Source: an optimization exercise on an open RTL-to-GDS flow (aim: small area). Production flows keep margins and buffers that such runs may drop.
In this exercise RTL edits were held to simulation tests only and were not proved equivalent to the original.
Power figures rest on the tool's default switching activity, not on a simulated workload.

==> flow/design.v (outline; a module is shown in full before it is edited, if it fits) <==
// module pwm_trip_filter: 37 lines
// module pwm_inc: 18 lines
// module pwm_ge: 17 lines
// module pwm_ha: 9 lines
// module pwm_leg: 105 lines
// module pwm_gt: 17 lines
// module pwm_cmp: 691 lines
// module pwm_fa: 10 lines
// module pwm_sel: 11 lines
// module pwm_axis: 254 lines
module pwm_axis (
    input  wire        clk,
    input  wire        rst,
    input  wire [19:0] t_pwm,         
    input  wire [1:0]  k_sel,         
    input  wire        inv_h,         
    input  wire        inv_l,         
    input  wire [7:0]  min_pulse,     
    input  wire [15:0] dt_min,
    input  wire [15:0] dt_max,
    input  wire [15:0] dt_fix,
    input  wire [11:0] margin,
    input  wire        adapt_en,
    input  wire        sw_inv,
    input  wire [9:0]  filt_n,        
    input  wire        filt_clk,      
    input  wire        trip_pol,      
    input  wire        trip_en,
    input  wire        trip_action,   
    input  wire [7:0]  latch_n,       
    input  wire [15:0] win,           
    input  wire [9:0]  gfilt_n,       
    input  wire        gfilt_clk,
    input  wire        gtrip_pol,
    input  wire        gtrip_en,
    input  wire        gmode,         
    input  wire        gmask,         
    input  wire        pwm_on,        
    input  wire [15:0] duty_u,        
    input  wire [15:0] duty_v,
    input  wire [15:0] duty_w,
    input  wire [2:0]  rel,           
    input  wire [2:0]  sw,            
    input  wire        trip_in,       
    input  wire        gtrip_in,      
    input  wire        sto,           
    input  wire        fault_clear,   
    input  wire        clr_fb_seen,   
    input  wire        clr_trip_total,  
    output wire [2:0]  gate_h,        
    output wire [2:0]  gate_l,        
    output wire        tick,          
    output reg         on,
    output reg         sto_now,
    output wire        trip_now,
    output wire [2:0]  fb_now,
    output reg  [2:0]  fb_seen,
    output wire        in_level,
    output wire        g_level,
    output reg         window_open,
    output reg         latched,
    output reg  [7:0]  win_count,
    output reg  [15:0] trip_total,
    output reg         ev_pwm,
    output reg  [19:0] cmp_u,
    output reg  [19:0] cmp_v,
    output reg  [19:0] cmp_w,
    output reg  [2:0]  released,
    output wire [15:0] dt_rise_u,
    output wire [15:0] dt_fall_u,
    output wire [15:0] dt_rise_v,
    output wire [15:0] dt_fall_v,
    output wire [15:0] dt_rise_w,
    output wire [15:0] dt_fall_w
);
  // ...
==> flow/flow/run.sh <==
#!/bin/bash
# The standard layout, with one change: buffer_ports puts the smallest
# buffer cell (buf_1) on every input and output port instead of the default
# delay buffer; repair_design still resizes any port buffer that needs it.
set -euo pipefail
export BUFFER_PORTS_ARGS="-buffer_cell sky130_fd_sc_hd__buf_1"
bash standard.sh 2>&1 | tee standard_flow.log
==> flow/standard.sh <==
#!/bin/bash
# synth_recipe.tcl (not shown) runs the flow's synth.tcl, then flattens the netlist and writes it again
# the make line also repeats each setting of config.mk as NAME=value (left out here)
make -C /OpenROAD-flow-scripts/flow DESIGN_CONFIG=/design/flow/config.mk WORK_HOME=/design/flow/orfs CLKGATE_MAP_FILE= SYNTH_SCRIPT=/design/flow/synth_recipe.tcl "${@:-finish}"
==> flow/config.mk <==
export PLATFORM = sky130hd
export DESIGN_NAME = pwm_axis
export DESIGN_NICKNAME = pwm_axis
export VERILOG_FILES = /design/flow/design.v
export SDC_FILE = /design/flow/constraint.sdc
export NUM_CORES = 4
export LEC_CHECK = 0
export CAP_MARGIN = 20
export CORE_MARGIN = 2
export CORE_UTILIZATION = 45
export CTS_BUF_LIST = sky130_fd_sc_hd__clkbuf_4 sky130_fd_sc_hd__clkbuf_8
export SLEW_MARGIN = 20
export SYNTH_HIERARCHICAL = 1
==> flow/constraint.sdc <==
create_clock -name core_clock -period 13.0 [get_ports {clk}]
set_input_delay 2.6000 -clock core_clock [delete_from_list [all_inputs] [get_ports {clk}]]
set_output_delay 2.6000 -clock core_clock [all_outputs]
set_load 0.01 [all_outputs]
==> metrics.yaml, run 1 <==
max_stage_delay_ns: 0.69
cp.depth: 39
gr-usage-met1: 0.435
taps: 1276
rows: 114
comb_power_share: 0.789
dieWidth_um: 317
via_per_inst: 6.31
timing.max_slew.rel_slack: 0.239
wl_met1_um: 67900
pre_cts_slack_ns: 0.457
yosys_most_used_dff: "dfxtp_1"
multi_input_area_mm2: 0.0330
tightest_slew_ns: 1.14
min_path_cells: 1
clkbuf_count: 96
dieArea_mm2: 0.100
status: "no timing/DRC/antenna violations"
p_seq_mw: 1.54
grt_pass1_wl_um: 250000
final_common_cell: "nand2_1"
drt_pass1_iterations: 22
min-delay-start: "pre[0]"
floorplan.initialDensity: 0.455
postSynthCellCount: 4838
cap_violations: 0
rrSetupSlack_ns: 5.15
crit_start: "t_pwm[3]"
fin_ws_ns: 1.01
layout_common_cells: "nand2_1 (729), fa_1 (416), inv_1 (410)"
ys_seq_area_frac: 0.206
grt_setup_unrepaired: "no"
io_buffers: 413
routed_wl_um: 169000
place.gp.congestion: 0.949
dr_total_vias: 42405
==> module pwm_trip_filter, before the edit <==
module pwm_trip_filter (
    input  wire       clk,
    input  wire       rst,
    input  wire       in_act,    
    input  wire       ce,        
    input  wire [9:0] n,         
    output reg        level      
);
    reg       in_q;
    reg [9:0] fcnt;
    wire [9:0] fcnt_inc;
    wire       fcnt_co;
    wire       fcnt_ge;          
    pwm_inc #(.N(10)) u_inc (.a(fcnt), .y(fcnt_inc), .co(fcnt_co));
    pwm_ge  #(.N(10)) u_ge  (.a(fcnt), .b(n), .ge(fcnt_ge));
    always @(posedge clk) begin
        if (rst) begin
            in_q  <= 1'b0;
            level <= 1'b0;
            fcnt  <= 10'd0;
        end else begin
            in_q <= in_act;
            if (ce) begin
                if (in_q != level) begin
                    if (fcnt_ge) begin
                        level <= in_q;
                        fcnt  <= 10'd0;
                    end else begin
                        fcnt <= fcnt_inc;
                    end
                end else begin
                    fcnt <= 10'd0;
                end
            end
        end
    end
endmodule
==> module pwm_leg, before the edit <==
module pwm_leg (
    input  wire        clk,
    input  wire        rst,
    input  wire        start,       
    input  wire        cmd_en,
    input  wire        cmd_h,
    input  wire        measure,     
    input  wire        adapt_en,
    input  wire        sw_now,      
    input  wire [15:0] dt_fix,
    input  wire [15:0] dt_min,
    input  wire [15:0] dt_max,
    input  wire [11:0] margin,
    output wire        gh,          
    output wire        gl,          
    output wire [15:0] dt_rise,     
    output wire [15:0] dt_fall,     
    output reg         fb,          
    output wire        fb_enter     
);
    reg        cur_en;
    reg        cur_h;
    reg [15:0] ndcnt;
    reg [15:0] dtr;
    reg [15:0] dtf;
    reg        win;
    reg        win_fall;
    reg        swq;
    reg [16:0] tmm;         
    reg [5:0]  miss;        
    assign dt_rise = adapt_en ? dtr : dt_fix;
    assign dt_fall = adapt_en ? dtf : dt_fix;
    wire        changed  = (cmd_en != cur_en) || (cmd_en && (cmd_h != cur_h));
    wire        edge_hl  = cur_en && cmd_en && (cmd_h != cur_h);
    wire [15:0] dt_sel   = cmd_h ? dt_rise : dt_fall;
    wire [15:0] ndcnt_inc;
    wire        dz;         
    pwm_inc #(.N(16)) u_dinc (.a(ndcnt), .y(ndcnt_inc), .co(dz));
    assign gh = cur_en && cur_h && dz;
    assign gl = cur_en && !cur_h && dz;
    wire        trans    = win && (win_fall ? (swq && !sw_now) : (!swq && sw_now));
    wire        seen     = !changed && trans;
    wire        missed   = !changed && win && !trans && dz;
    wire [16:0] tmm_inc;
    wire        tmm_co;
    pwm_inc #(.N(17)) u_tinc (.a(tmm), .y(tmm_inc), .co(tmm_co));
    wire        lt_min;     
    wire        gt_max;     
    wire        ge_min;
    wire        ge_max1;
    pwm_ge #(.N(17)) u_gmin (.a(tmm), .b({1'b0, dt_min}), .ge(ge_min));
    pwm_gt #(.N(17)) u_gmax (.a(tmm), .b({1'b0, dt_max}), .gt(gt_max));
    assign lt_min = !ge_min;
    wire [5:0]  miss_inc;
    wire        miss_co;
    pwm_inc #(.N(6)) u_minc (.a(miss), .y(miss_inc), .co(miss_co));
    assign fb_enter = missed && !fb && miss_co;
    wire        to_fix = start || fb_enter;
    wire [15:0] dt_nv  = rst    ? 16'd0  :
                         to_fix ? dt_fix :
                         lt_min ? dt_min :
                         gt_max ? dt_max : tmm[15:0];
    wire        wr_any = rst || start || fb_enter;
    wire        wr_r   = wr_any || (seen && !win_fall);
    wire        wr_f   = wr_any || (seen && win_fall);
    always @(posedge clk) begin
        cur_h <= cmd_h;
        swq   <= sw_now;
        if (changed)
            ndcnt <= ~dt_sel;
        else
            ndcnt <= ndcnt_inc | {16{dz}};
        if (changed)
            win_fall <= !cmd_h;
        if (changed)
            tmm <= {5'd0, margin};
        else
            tmm <= tmm_inc;
        if (start || seen)
            miss <= 6'd0;
        else if (missed && !fb)
            miss <= miss_inc;
        if (wr_r)
            dtr <= dt_nv;
        if (wr_f)
            dtf <= dt_nv;
    end
    always @(posedge clk) begin
        if (rst) begin
            cur_en <= 1'b0;
            win    <= 1'b0;
            fb     <= 1'b0;
        end else begin
            cur_en <= cmd_en;
            if (changed)
                win <= adapt_en && measure && edge_hl;
            else if (trans || dz)
                win <= 1'b0;
            if (start || seen)
                fb <= 1'b0;
            else if (fb_enter)
                fb <= 1'b1;
        end
    end
endmodule
==> module pwm_axis, before the edit <==
module pwm_axis (
    input  wire        clk,
    input  wire        rst,
    input  wire [19:0] t_pwm,         
    input  wire [1:0]  k_sel,         
    input  wire        inv_h,         
    input  wire        inv_l,         
    input  wire [7:0]  min_pulse,     
    input  wire [15:0] dt_min,
    input  wire [15:0] dt_max,
    input  wire [15:0] dt_fix,
    input  wire [11:0] margin,
    input  wire        adapt_en,
    input  wire        sw_inv,
    input  wire [9:0]  filt_n,        
    input  wire        filt_clk,      
    input  wire        trip_pol,      
    input  wire        trip_en,
    input  wire        trip_action,   
    input  wire [7:0]  latch_n,       
    input  wire [15:0] win,           
    input  wire [9:0]  gfilt_n,       
    input  wire        gfilt_clk,
    input  wire        gtrip_pol,
    input  wire        gtrip_en,
    input  wire        gmode,         
    input  wire        gmask,         
    input  wire        pwm_on,        
    input  wire [15:0] duty_u,        
    input  wire [15:0] duty_v,
    input  wire [15:0] duty_w,
    input  wire [2:0]  rel,           
    input  wire [2:0]  sw,            
    input  wire        trip_in,       
    input  wire        gtrip_in,      
    input  wire        sto,           
    input  wire        fault_clear,   
    input  wire        clr_fb_seen,   
    input  wire        clr_trip_total,  
    output wire [2:0]  gate_h,        
    output wire [2:0]  gate_l,        
    output wire        tick,          
    output reg         on,
    output reg         sto_now,
    output wire        trip_now,
    output wire [2:0]  fb_now,
    output reg  [2:0]  fb_seen,
    output wire        in_level,
    output wire        g_level,
    output reg         window_open,
    output reg         latched,
    output reg  [7:0]  win_count,
    output reg  [15:0] trip_total,
    output reg         ev_pwm,
    output reg  [19:0] cmp_u,
    output reg  [19:0] cmp_v,
    output reg  [19:0] cmp_w,
    output reg  [2:0]  released,
    output wire [15:0] dt_rise_u,
    output wire [15:0] dt_fall_u,
    output wire [15:0] dt_rise_v,
    output wire [15:0] dt_fall_v,
    output wire [15:0] dt_rise_w,
    output wire [15:0] dt_fall_w
);
    reg  [19:0] cnt;
    reg  [1:0]  pidx;
    reg         ps;                             
    wire [19:0] cnt_inc;
    wire        cnt_co;
    wire        pend;                           
    pwm_inc #(.N(20)) u_cinc (.a(cnt), .y(cnt_inc), .co(cnt_co));
    pwm_ge  #(.N(21)) u_pend (.a({cnt_co, cnt_inc}), .b({1'b0, t_pwm}), .ge(pend));
    wire        plast = (k_sel == 2'd0) || ((k_sel == 2'd1) ? (pidx != 2'd0) : (pidx == 2'd3));
    assign tick = pend && plast;
    always @(posedge clk) begin
        if (rst) begin
            cnt  <= 20'd0;
            pidx <= 2'd0;
            ps   <= 1'b1;
        end else begin
            ps <= pend;
            if (pend) begin
                cnt  <= 20'd0;
                pidx <= plast ? 2'd0 : pidx + 2'd1;
            end else begin
                cnt <= cnt_inc;
            end
        end
    end
    reg  [2:0] pre;
    always @(posedge clk) begin
        if (rst)
            pre <= 3'd0;
        else
            pre <= pre + 3'd1;
    end
    wire ax_level;
    wire gr_level;
    pwm_trip_filter u_ftrip (
        .clk    (clk),
        .rst    (rst),
        .in_act (trip_in ^ trip_pol),
        .ce     (!filt_clk || (pre == 3'd7)),
        .n      (filt_n),
        .level  (ax_level)
    );
    pwm_trip_filter u_fgtrip (
        .clk    (clk),
        .rst    (rst),
        .in_act (gtrip_in ^ gtrip_pol),
        .ce     (!gfilt_clk || (pre == 3'd7)),
        .n      (gfilt_n),
        .level  (gr_level)
    );
    assign in_level = ax_level;
    assign g_level  = gmask && gr_level;
    reg  hold_r;
    reg  counted;
    reg  [15:0] nrem;       
    wire trip_act = (trip_en && ax_level) || (gtrip_en && !gmode && g_level);
    wire hold     = on && !sto_now && (trip_act || (hold_r && !ps));
    assign trip_now = hold;
    wire [15:0] nrem_inc;
    wire        nrem_co;
    pwm_inc #(.N(16)) u_rinc (.a(nrem), .y(nrem_inc), .co(nrem_co));
    wire tp_new      = hold && !(counted && !ps);
    wire closing     = on && ps && window_open && (nrem == 16'hFFFE);
    wire [7:0] wc_inc;
    wire       wc_co;
    wire       wc_ge;
    pwm_inc #(.N(8)) u_winc (.a(win_count), .y(wc_inc), .co(wc_co));
    pwm_ge  #(.N(9)) u_wge  (.a({wc_co, wc_inc}), .b({1'b0, latch_n}), .ge(wc_ge));
    wire latch_cnt   = tp_new && wc_ge;
    wire latch_grp   = on && !sto_now && gtrip_en && gmode && g_level;
    wire latch_now   = latch_cnt || latch_grp;
    wire win_opens   = tp_new && !window_open;
    wire [15:0] tt_inc;
    wire        tt_co;
    pwm_inc #(.N(16)) u_tinc (.a(trip_total), .y(tt_inc), .co(tt_co));
    wire start = tick && pwm_on && !on && !sto_now && !latched;
    wire stop  = on && ((pend && !pwm_on) || sto_now || latch_now);
    always @(posedge clk) begin
        hold_r  <= hold;
        counted <= tp_new || (counted && !ps);
        if (win_opens)
            nrem <= ~win;
        else if (ps)
            nrem <= nrem_inc;
        if (rst) begin
            on          <= 1'b0;
            sto_now     <= 1'b0;
            latched     <= 1'b0;
            window_open <= 1'b0;
            win_count   <= 8'd0;
            trip_total  <= 16'd0;
        end else begin
            sto_now <= sto;
            latched <= (latched && !fault_clear) || latch_now;
            if (start)
                on <= 1'b1;
            else if (stop)
                on <= 1'b0;
            if (clr_trip_total)
                trip_total <= 16'd0;
            else if (tp_new && !tt_co)
                trip_total <= tt_inc;
            if (!on || closing) begin
                window_open <= 1'b0;
                win_count   <= 8'd0;
            end else if (tp_new) begin
                window_open <= 1'b1;
                win_count   <= wc_inc;
            end
        end
    end
    wire [19:0] cmp_u_new;
    wire [19:0] cmp_v_new;
    wire [19:0] cmp_w_new;
    wire [21:0] t3  = {2'b00, t_pwm} + {1'b0, t_pwm, 1'b0};
    wire [19:0] tmp = {t_pwm[19:4] - {8'd0, min_pulse}, t_pwm[3:0]};
    pwm_cmp u_cmp_u (.duty(duty_u), .t(t_pwm), .t3(t3), .tmp(tmp), .min_pulse(min_pulse), .cmp(cmp_u_new));
    pwm_cmp u_cmp_v (.duty(duty_v), .t(t_pwm), .t3(t3), .tmp(tmp), .min_pulse(min_pulse), .cmp(cmp_v_new));
    pwm_cmp u_cmp_w (.duty(duty_w), .t(t_pwm), .t3(t3), .tmp(tmp), .min_pulse(min_pulse), .cmp(cmp_w_new));
    wire load = tick && (start || (on && !stop));
    always @(posedge clk) begin
        if (rst) begin
            cmp_u    <= 20'd0;
            cmp_v    <= 20'd0;
            cmp_w    <= 20'd0;
            released <= 3'b111;
        end else if (load) begin
            cmp_u    <= cmp_u_new;
            cmp_v    <= cmp_v_new;
            cmp_w    <= cmp_w_new;
            released <= rel;
        end
    end
    wire        run    = on && !sto_now;
    wire [2:0]  cmd_en;
    wire [2:0]  cmd_h;
    wire [59:0] cmp_all = {cmp_w, cmp_v, cmp_u};
    wire [2:0]  gh;
    wire [2:0]  gl;
    wire [2:0]  fb_enter;
    wire [47:0] dtr_all;
    wire [47:0] dtf_all;
    genvar i;
    generate
        for (i = 0; i < 3; i = i + 1) begin : g_leg
            wire ge_cmp;     
            pwm_ge #(.N(20)) u_hcmp (.a(cnt), .b(cmp_all[20*i +: 20]), .ge(ge_cmp));
            assign cmd_en[i] = run && (hold ? trip_action : !released[i]);
            assign cmd_h[i]  = !hold && !ge_cmp;
            pwm_leg u_leg (
                .clk      (clk),
                .rst      (rst),
                .start    (start),
                .cmd_en   (cmd_en[i]),
                .cmd_h    (cmd_h[i]),
                .measure  (!hold),
                .adapt_en (adapt_en),
                .sw_now   (sw[i] ^ sw_inv),
                .dt_fix   (dt_fix),
                .dt_min   (dt_min),
                .dt_max   (dt_max),
                .margin   (margin),
                .gh       (gh[i]),
                .gl       (gl[i]),
                .dt_rise  (dtr_all[16*i +: 16]),
                .dt_fall  (dtf_all[16*i +: 16]),
                .fb       (fb_now[i]),
                .fb_enter (fb_enter[i])
            );
        end
    endgenerate
    assign gate_h = gh ^ {3{inv_h}};
    assign gate_l = gl ^ {3{inv_l}};
    assign dt_rise_u = dtr_all[15:0];
    assign dt_fall_u = dtf_all[15:0];
    assign dt_rise_v = dtr_all[31:16];
    assign dt_fall_v = dtf_all[31:16];
    assign dt_rise_w = dtr_all[47:32];
    assign dt_fall_w = dtf_all[47:32];
    always @(posedge clk) begin
        if (rst) begin
            fb_seen <= 3'b000;
            ev_pwm  <= 1'b0;
        end else begin
            fb_seen <= (clr_fb_seen ? 3'b000 : fb_seen) | fb_enter;
            ev_pwm  <= win_opens || (latch_now && !latched) || (|fb_enter);
        end
    end
endmodule
==> inputs of run 2 (changes only) <==
--- a/flow/design.v
+++ b/flow/design.v
@@ -14,3 +14,3 @@
     pwm_inc #(.N(10)) u_inc (.a(fcnt), .y(fcnt_inc), .co(fcnt_co));
-    pwm_ge  #(.N(10)) u_ge  (.a(fcnt), .b(n), .ge(fcnt_ge));
+    pwm_carry #(.N(10)) u_ge (.a(fcnt), .bn(~n), .ci(1'b1), .co(fcnt_ge));
     always @(posedge clk) begin
@@ -81,2 +81,28 @@
 endmodule
+module pwm_carry #(
+    parameter N = 8
+) (
+    input  wire [N-1:0] a,
+    input  wire [N-1:0] bn,
+    input  wire         ci,
+    output wire         co
+);
+    wire [N:0] c;
+    assign c[0] = ci;
+    genvar i;
+    generate
+        for (i = 0; i < N; i = i + 1) begin : g_c
+            pwm_maj u_m (.a(a[i]), .b(bn[i]), .c(c[i]), .y(c[i+1]));
+        end
+    endgenerate
+    assign co = c[N];
+endmodule
+module pwm_maj (
+    input  wire a,
+    input  wire b,
+    input  wire c,
+    output wire y
+);
+    assign y = (a & b) | (c & (a | b));
+endmodule
 module pwm_leg (
@@ -93,2 +119,4 @@
     input  wire [15:0] dt_max,
+    input  wire [15:0] ndt_min,     
+    input  wire [15:0] ndt_max,     
     input  wire [11:0] margin,
@@ -107,3 +135,2 @@
     reg        win;
-    reg        win_fall;
     reg        swq;
@@ -121,2 +148,3 @@
     assign gl = cur_en && !cur_h && dz;
+    wire        win_fall = !cur_h;
     wire        trans    = win && (win_fall ? (swq && !sw_now) : (!swq && sw_now));
@@ -127,9 +155,8 @@
     pwm_inc #(.N(17)) u_tinc (.a(tmm), .y(tmm_inc), .co(tmm_co));
-    wire        lt_min;     
-    wire        gt_max;     
-    wire        ge_min;
-    wire        ge_max1;
-    pwm_ge #(.N(17)) u_gmin (.a(tmm), .b({1'b0, dt_min}), .ge(ge_min));
-    pwm_gt #(.N(17)) u_gmax (.a(tmm), .b({1'b0, dt_max}), .gt(gt_max));
-    assign lt_min = !ge_min;
+    wire        c_min;      
+    wire        c_max;      
+    pwm_carry #(.N(16)) u_gmin (.a(tmm[15:0]), .bn(ndt_min), .ci(1'b1), .co(c_min));
+    pwm_carry #(.N(16)) u_gmax (.a(tmm[15:0]), .bn(ndt_max), .ci(1'b0), .co(c_max));
+    wire        lt_min = !tmm[16] && !c_min;    
+    wire        gt_max = tmm[16] || c_max;      
     wire [5:0]  miss_inc;
@@ -154,4 +181,2 @@
         if (changed)
-            win_fall <= !cmd_h;
-        if (changed)
             tmm <= {5'd0, margin};
@@ -1047,3 +1072,5 @@
     pwm_inc #(.N(8)) u_winc (.a(win_count), .y(wc_inc), .co(wc_co));
-    pwm_ge  #(.N(9)) u_wge  (.a({wc_co, wc_inc}), .b({1'b0, latch_n}), .ge(wc_ge));
+    wire       wc_c;        
+    pwm_carry #(.N(8)) u_wge (.a(wc_inc), .bn(~latch_n), .ci(1'b1), .co(wc_c));
+    assign wc_ge = wc_co || wc_c;
     wire latch_cnt   = tp_new && wc_ge;
@@ -1122,2 +1149,3 @@
     wire [47:0] dtf_all;
+    reg  [2:0]  lt_r;
     genvar i;
@@ -1125,6 +1153,8 @@
         for (i = 0; i < 3; i = i + 1) begin : g_leg
-            wire ge_cmp;     
-            pwm_ge #(.N(20)) u_hcmp (.a(cnt), .b(cmp_all[20*i +: 20]), .ge(ge_cmp));
+            wire [19:0] cmp_i = cmp_all[20*i +: 20];
+            wire lt_cmp = ps ? (cmp_i != 20'd0) : lt_r[i];
+            always @(posedge clk)
+                lt_r[i] <= lt_cmp && (cnt_inc != cmp_i);
             assign cmd_en[i] = run && (hold ? trip_action : !released[i]);
-            assign cmd_h[i]  = !hold && !ge_cmp;
+            assign cmd_h[i]  = !hold && lt_cmp;
             pwm_leg u_leg (
@@ -1141,2 +1171,4 @@
                 .dt_max   (dt_max),
+                .ndt_min  (~dt_min),
+                .ndt_max  (~dt_max),
                 .margin   (margin),
--- a/flow/config.mk
+++ b/flow/config.mk
@@ -8,5 +8,8 @@
 export CAP_MARGIN = 20
+export CELL_PAD_IN_SITES_DETAIL_PLACEMENT = 1
+export CELL_PAD_IN_SITES_GLOBAL_PLACEMENT = 1
 export CORE_MARGIN = 2
-export CORE_UTILIZATION = 45
+export CORE_UTILIZATION = 35
 export CTS_BUF_LIST = sky130_fd_sc_hd__clkbuf_4 sky130_fd_sc_hd__clkbuf_8
+export PLACE_DENSITY = 0.5
 export SLEW_MARGIN = 20
==> metrics.yaml, run 2 <==
dr_total_vias: 40687  # was 42405
peakVddDrop_v: 0.000278  # was 0.000281 V
grt.overflow.total: 0  # unchanged
finalClockSkew_ns: 0.0279  # was 0.0607 ns
grt_pass1_vias: 41571  # was 40756
setup_viol: 0  # unchanged
postSynthCellCount: 4584  # was 4838
path_clk_slew_ns: 0.06  # was 0.05 ns
io_buffers: 413  # unchanged
dpl.hpwl_um: 142000  # was 123000 µm
area_delta_synth_final_pct: 14.6  # was 12.7%
nets: 6063  # was 6285
largest_reg_flops: 51  # unchanged
period_needed_ns: 12.14  # was 11.99 ns
cap_violations: 0  # unchanged
root_buffer: "clkbuf_8"  # unchanged
numCtsBuffers: 70  # was 69
insertion_delay_ns: 0.68  # about the same
synth.area.mux_share: 0.0499  # was 0.0443
rrSetupSlack_ns: 5.02  # was 5.15 ns
hold_class: "reg -> reg"  # unchanged
crit_slowest_cell: "xnor2_2"  # was nor2_1
finalCritPeriodShare: 0.934  # was 0.922
grt_setup_unrepaired: "no"  # unchanged
synthTopCellsByCount: "nand2_1 (628), fa_1 (416), a222oi_1 (399)"  # was nand2_1 (729), fa_1 (416), inv_1 (410)
timing.max_slew.rel_slack: 0.233  # was 0.239
cts_buffer_depth: 3  # unchanged
drt_pass1_iterations: 13  # was 22
drc_errors: 0  # unchanged
antenna_found_initial: 5  # was 3
ioPinCount: 414  # unchanged
comb_power_share: 0.801  # was 0.789
via_per_inst: 5.95  # was 6.31
tightest_slew_ns: 1.15  # was 1.14 ns
syn_avg_cell_area_um2: 9.39  # was 9.09 µm²
ys_seq_area_frac: 0.209  # was 0.206
cts_setup_buffers: 0  # unchanged
routed_wl_um: 190000  # was 169000 µm
switching_share: 0.526  # was 0.534
synthTopCellsByArea: "fa_1 (19%), dfxtp_1 (13%), a222oi_1 (9.3%)"  # was fa_1 (19%), dfxtp_1 (13%), a222oi_1 (9.1%)
max_clock_freq_ghz: 0.0824  # was 0.0834 GHz
ys_types: 91  # was 101
rows: 128  # was 114
synth_edf_count: 112  # was 115
final_cell_area_mm2: 0.0493  # was 0.0496 mm²
h-tree-depth: 3  # unchanged
power_leakage_nw: 20.4  # was 19.9 nW
floorplan.initialDensity: 0.353  # was 0.455
wl_per_cell_um: 27.7  # was 25.1 µm
fp.dieH_um: 355  # was 317 µm
tritoncts: "done"  # unchanged
p_switching_mw: 7.23  # was 6.94 mW
cp-end-kind: "register"  # unchanged
drive_above_1_share: 0.127  # was 0.105
synth_fa_ha_area_frac: 0.311  # was 0.286
synth_compound_area_frac: 0.192  # was 0.213
final_common_cell: "nand2_1"  # unchanged
hold_viol: 0  # unchanged
first_iter_violations: 4654  # was 7279
synth_top_family_by_area: "adder cells"  # unchanged
cp-start-kind: "input port"  # unchanged
core_area_mm2: 0.122  # was 0.0967 mm²
ys_seq_elements: 394  # unchanged
netlist_area_mm2: 0.0430  # was 0.0440 mm²
synth_top_cell_by_area: "fa_1"  # unchanged
synth_xor_area_frac: 0.0274  # was 0.0149
max_stage_delay_ns: 0.72  # was 0.69 ns
yosys_most_used_dff: "dfxtp_1"  # unchanged
cp.required_ns: 13.51  # was 13.55 ns
grt_max_degree: 100  # was 138
status: "no timing/DRC/antenna violations"  # unchanged
dpl-instance-area_mm2: 0.0478  # was 0.0481 mm²
crit_fanout: 27  # was 13
cp_common_cell: "fa_1"  # unchanged
synthSimpleGateAreaFrac: 0.161  # was 0.182
cts_sinks: 394  # unchanged
antenna_left: 0  # unchanged
grt.total_usage: 0.293  # was 0.325
drv_slew: 0  # unchanged
layout_common_cells: "nand2_1 (628), fa_1 (416), a222oi_1 (399)"  # was nand2_1 (729), fa_1 (416), inv_1 (410)
yosys_warnings: 9  # unchanged
cp_data_arrival_time_ns: 12.65  # was 12.54 ns
place.gp.congestion: 0.894  # was 0.949
dieArea_mm2: 0.126  # was 0.100 mm²
power.density_mw_per_mm2: 279  # was 263 mW/mm²
seqPwrFrac: 0.111  # was 0.118
async_flop_share: 0  # unchanged
dieWidth_um: 355  # was 317 µm
synth_most_common_cell: "nand2_1"  # unchanged
intPower_mw: 6.52  # was 6.07 mW
worstSetupPathType: "in -> reg"  # unchanged
regMostFlops: "g_leg.u_leg.tmm"  # unchanged
power.share.clock: 0.089  # was 0.093
setup_tns_ns: 0  # unchanged
yosysTopAreaCellShare: 0.194  # was 0.189
grt_pass1_wl_um: 279000  # was 250000 µm
## run 2: Yosys stat by module, one instance, submodules excluded, excerpt
| module | area [µm²] | flip-flops and latches | cells inside |
|---|---|---|---|
| pwm_cmp | 1810 | 0 | 299 |
| pwm_trip_filter | 509 | 12 | 52 |
| pwm_leg | 3800 | 76 | 428 |
| pwm_sel | 10.0 | 0 | 1 |
| pwm_maj | 11.3 | 0 | 1 |
| pwm_ha | 12.5 | 0 | 1 |
| pwm_axis | 7790 | 142 | 889 |
| pwm_fa | 20.0 | 0 | 1 |
## run 2: final cells by class
type / count / area, µm²
Multi-Input combinational cell: 3743 / 32400
Clock buffer: 114 / 1400
Fill cell: 14185 / 72600
Clock inverter: 8 / 48.8
Antenna cell: 1 / 2.50
Sequential cell: 394 / 9010
Tap cell: 1625 / 2030
Timing Repair Buffer: 608 / 3080
Inverter: 348 / 1310
## run 2: cell families after synthesis
group	Yosys count
AOI/OAI and AO/OA	1024
xor gates and xnor gates	133
adders and majority gates	834
buffers and inverters	502
DFF	394
muxes	204
other	13
and+or+nand+nor	1480
## run 2: power by group through the flow
stage	registers (mW)	logic, mW	clock network [mW]
after floorplan	1.50	7.21	0
after global placement	1.54	10.9	0
after detailed placement	1.55	11.0	0
after CTS	1.52	11.0	1.27
after global routing	1.54	12.2	1.32
final	1.52	11.0	1.22
## run 2: path summary, 6_finish.rpt
kind	depth (start not counted)	startpoint	end
max	39	t_pwm[1]	cmp_v[3]
min	1	pre[0]	pre[0]
max reg2reg	30	cnt[0]	g_leg[2].u_leg.dtf[10]
min reg2reg	1	pre[0]	pre[0]
## run 2: what timing repair did
item | CTS | global route
hold buffers | 0 | 0
resized for setup | 0 | 1
setup endpoints to repair | 0 | 2
## run 2: routing by layer
metal | up-vias | wire, µm | GRT usage
li1 | 18104 | - | -
met1 | 20498 | 80800 | 0.387
met2 | 1793 | 89400 | 0.490
met3 | 288 | 13700 | 0.0451
met4 | 4 | 5780 | 0.0937
met5 | - | 32 | 0
## run 2: stage by stage
stage                      util  instances  total power, mW  worst slack [ns]  hold slack (ns)
after floorplan               -       4639             8.72             0.154            0.399
after global placement    0.393       6718             12.4             0.304            0.419
after detailed placement  0.393       6718             12.5            0.0151            0.430
after CTS                 0.404       6840             13.8             0.735            0.438
after global routing      0.405       6841             15.0             0.148            0.487
final                     0.405       6841             13.8             0.857            0.429
## run 2: critical path, delay by kind of cell
kind / cells / cell delay [ns]
buf+inv: 4 / 0.51
mux: 1 / 0.13
compound gates: 15 / 3.38
simple gates: 11 / 2.14
fa+ha+maj: 7 / 3.16
xor+xnor: 1 / 0.72

==> port drivers added, routing unchanged <==
How much do the figures lean on ideal ports? The routed layouts below were timed once more, with nothing changed but the port constraints.
Step 1 assumes that a clkbuf_16 drives the clock port and a buf_2 every other input.
Step 2, shift: input delay + t, output delay - t, t = (earliest + latest rising clock arrival at the registers) / 2. This alone moves slack from input paths to output paths.
Three values: ideal ports, drivers, drivers and shift; two values: the first two.
run | t (ns) | setup WS [ns] | clock arrival spread, ns
run 1 | 0.718 | 1.013 / 1.030 / 0.311 | 0.060 / 0.061
run 2 | 0.720 | 0.857 / 0.891 / 0.171 | 0.030 / 0.029
After both steps every run listed still meets setup and hold. For run 1, which loses most, drivers alone change the setup slack by +0.017 ns; drivers and shift together by -0.702 ns.
